This is an optimization exercise on Yosys and OpenROAD, whose aim is small area, a short achievable clock period and few clock cycles per item, not a production implementation.
Only simulation tests tie the RTL to the original design; equivalence was not proved.
No activity file was given, so power comes from the tool's default toggle rates.

v12:
## oz_outer_fill
module oz_outer_fill (
    input  wire        clk,
    input  wire        rst,         
    input  wire        in_valid,
    output reg         in_ready,
    input  wire [7:0]  in_data,
    input  wire        in_erase,
    output reg         out_valid,
    output reg         out_fail,
    output wire [2:0]  out_cnt,
    output wire [23:0] out_pos,
    output wire [31:0] out_val
);
Size in the first run: ~730 cells after synthesis, about 6600 µm² of cells after synthesis.
export LEC_CHECK = 0
export CAP_MARGIN = 20
export CORE_MARGIN = 2
export CORE_UTILIZATION = 40
export SLEW_MARGIN = 20
create_clock -name core_clock -period 15.0 [get_ports {clk}]
standard.sh (not shown) runs the stock make flow with config.mk's settings and CLKGATE_MAP_FILE= SYNTH_SCRIPT=/design/flow/synth_recipe.tcl, a recipe that flattens the netlist after the stock synthesis.
==> flow/flow/run.sh <==
#!/bin/bash
# The standard layout (standard.sh: ORFS synthesis with synth_recipe.tcl, then
# floorplan to finish) with three changes, none to the design's registers or constraints:
#  - ABC maps the logic with an area-oriented script (flow/abc_area.script) in place of
#    ORFS's delay-oriented abc_speed.script; ORFS's scripts are otherwise used unchanged,
#    from a copy whose abc_speed.script is replaced;
#  - every port still gets a buffer, but a buf_1 cell instead of the default delay-buffer
#    cell (the resizer may upsize it);
#  - the resizer's setup repair aims for more slack than the 15 ns clock needs.
# The whole make output goes to make_layout.log; ORFS keeps each step's log under orfs/logs.
set -euo pipefail
here=$(pwd)
rm -rf "$here/orfs_scripts"
cp -r "$FLOW_HOME/scripts" "$here/orfs_scripts"
cp "$here/flow/abc_area.script" "$here/orfs_scripts/abc_speed.script"
export SCRIPTS_DIR="$here/orfs_scripts"
export BUFFER_PORTS_ARGS="-buffer_cell sky130_fd_sc_hd__buf_1"
export SETUP_SLACK_MARGIN=11.0
bash standard.sh > make_layout.log 2>&1
==> flow/flow/abc_area.script <==
strash
&get -n
&fraig -x
&put
scorr
dc2
strash
&get -n
&dch -f
&nf -R 1000
&put
strash
&get -n
&dch -f
&nf -R 1000
&put
Testbench counts of v12, summed over its fixed seeds: cycles 185,935, items 2,400.
[inputs] v3 vs v12
==> flow/flow/abc_area.script <==
strash
&get -n
&fraig -x
&put
scorr
dc2
strash
&get -n
&dch -f
&nf -R 1000
&put
diff --git a/flow/config.mk b/flow/config.mk
--- a/flow/config.mk
+++ b/flow/config.mk
@@ -9,3 +9,5 @@
 export CORE_MARGIN = 2
 export CORE_UTILIZATION = 40
+export CTS_CLUSTER_DIAMETER = 100
+export CTS_CLUSTER_SIZE = 30
 export SLEW_MARGIN = 20
Findings:
- [diff] area of the core region, v3 relative to v12: regression
- Between v3 and v12, the starting density of the core does not differ in any meaningful way.
- NOTE: number of clock buffers in the layout in v3 exceeds that of v12
--- input diff v3..v26 ---
diff --git a/flow/config.mk b/flow/config.mk
--- a/flow/config.mk
+++ b/flow/config.mk
@@ -9,5 +9,3 @@
 export CORE_MARGIN = 2
 export CORE_UTILIZATION = 40
-export CTS_CLUSTER_DIAMETER = 100
-export CTS_CLUSTER_SIZE = 30
 export SLEW_MARGIN = 20
Notes after the runs:
Re floorplan die area: no difference whatsoever between v26 and v3. v26 -> v3: total of buffers placed on input and output ports delta 0, exact match. Comparing v26 against v3, there is no change at all in final critical-path required period. Changes observed in v26 relative to v3: setup slack of the critical path after layout ~0 delta; data arrival time of the critical path stayed essentially flat; internal power component essentially unchanged; cell area after layout now sits at about the same level; count of final setup violators flat. Per the comparison of v26 with v3, fraction of area in clock buffers and inverters did not really move; synthesized instance count neither gained nor lost much; register-to-register path setup slack barely changed.
The inputs of v9 differ from those of v26 as listed below.
diff --git a/flow/flow/run.sh b/flow/flow/run.sh
--- a/flow/flow/run.sh
+++ b/flow/flow/run.sh
@@ -16,4 +16,4 @@
 export SCRIPTS_DIR="$here/orfs_scripts"
 export BUFFER_PORTS_ARGS="-buffer_cell sky130_fd_sc_hd__buf_1"
-export SETUP_SLACK_MARGIN=11.0
+export SETUP_SLACK_MARGIN=10.9
 bash standard.sh > make_layout.log 2>&1
==> flow/flow/abc_area.script <==
strash
&get -n
&fraig -x
&put
scorr
dc2
strash
&get -n
&dch -f
&nf -R 1000
&put
strash
&get -n
&dch -f
&nf -R 1000
&put
==> notes.md <==
Compared with v26, v9 shows a lower via density per instance. v9 vs v26, launch point of the worst path: in_erase vs b[0][4]. Re count of instances resized after the clock tree is built: v9 is 18 down on v26. The setup slack of v9 is smaller than that of v26. Higher critical path depth goes to v9 over v26. Changes observed in v9 relative to v26: post-layout total power picked up an extra 4.9%, worst relative slew slack rose by 13 points, share of power burned in the clock network has decreased. v9 against v26: fmax now smaller, final weighted congestion in routability-driven placement now smaller.

## afterwards: timing with drivers on the ports
In the flow no input, the clock included, has a driving cell. The finished layouts below were timed again as built, in two steps. Step 1 (the two cells are an assumption about what drives the block):
set clk [get_ports {clk}]
set_driving_cell -lib_cell sky130_fd_sc_hd__clkbuf_16 $clk
set_driving_cell -lib_cell sky130_fd_sc_hd__buf_2 [delete_from_list [all_inputs] $clk]
Step 2, shift: input delay + t, output delay - t, t = (earliest + latest rising clock arrival at the registers) / 2. This alone moves slack from input paths to output paths. a / b / c = ideal ports / drivers / drivers and shift; a / b = the first two.
run | t, ns | setup slack, ns | worst hold slack (ns) | clock arrival spread, ns
v12 | 0.398 | 10.982 / 10.939 / 10.724 | 0.491 / 0.491 / 0.491 | 0.012 / 0.011
v3 | 0.390 | 10.995 / 10.954 / 10.740 | 0.505 / 0.505 / 0.505 | 0.010 / 0.011
v26 | 0.390 | 10.995 / 10.954 / 10.740 | 0.505 / 0.505 / 0.505 | 0.010 / 0.011
v9 | 0.394 | 10.948 / 10.911 / 10.558 | 0.483 / 0.483 / 0.483 | 0.010 / 0.009
After both steps setup and hold are still met in every run listed. The setup slack of v9, which loses most, moves by -0.037 ns with the drivers and by -0.390 ns with both steps.
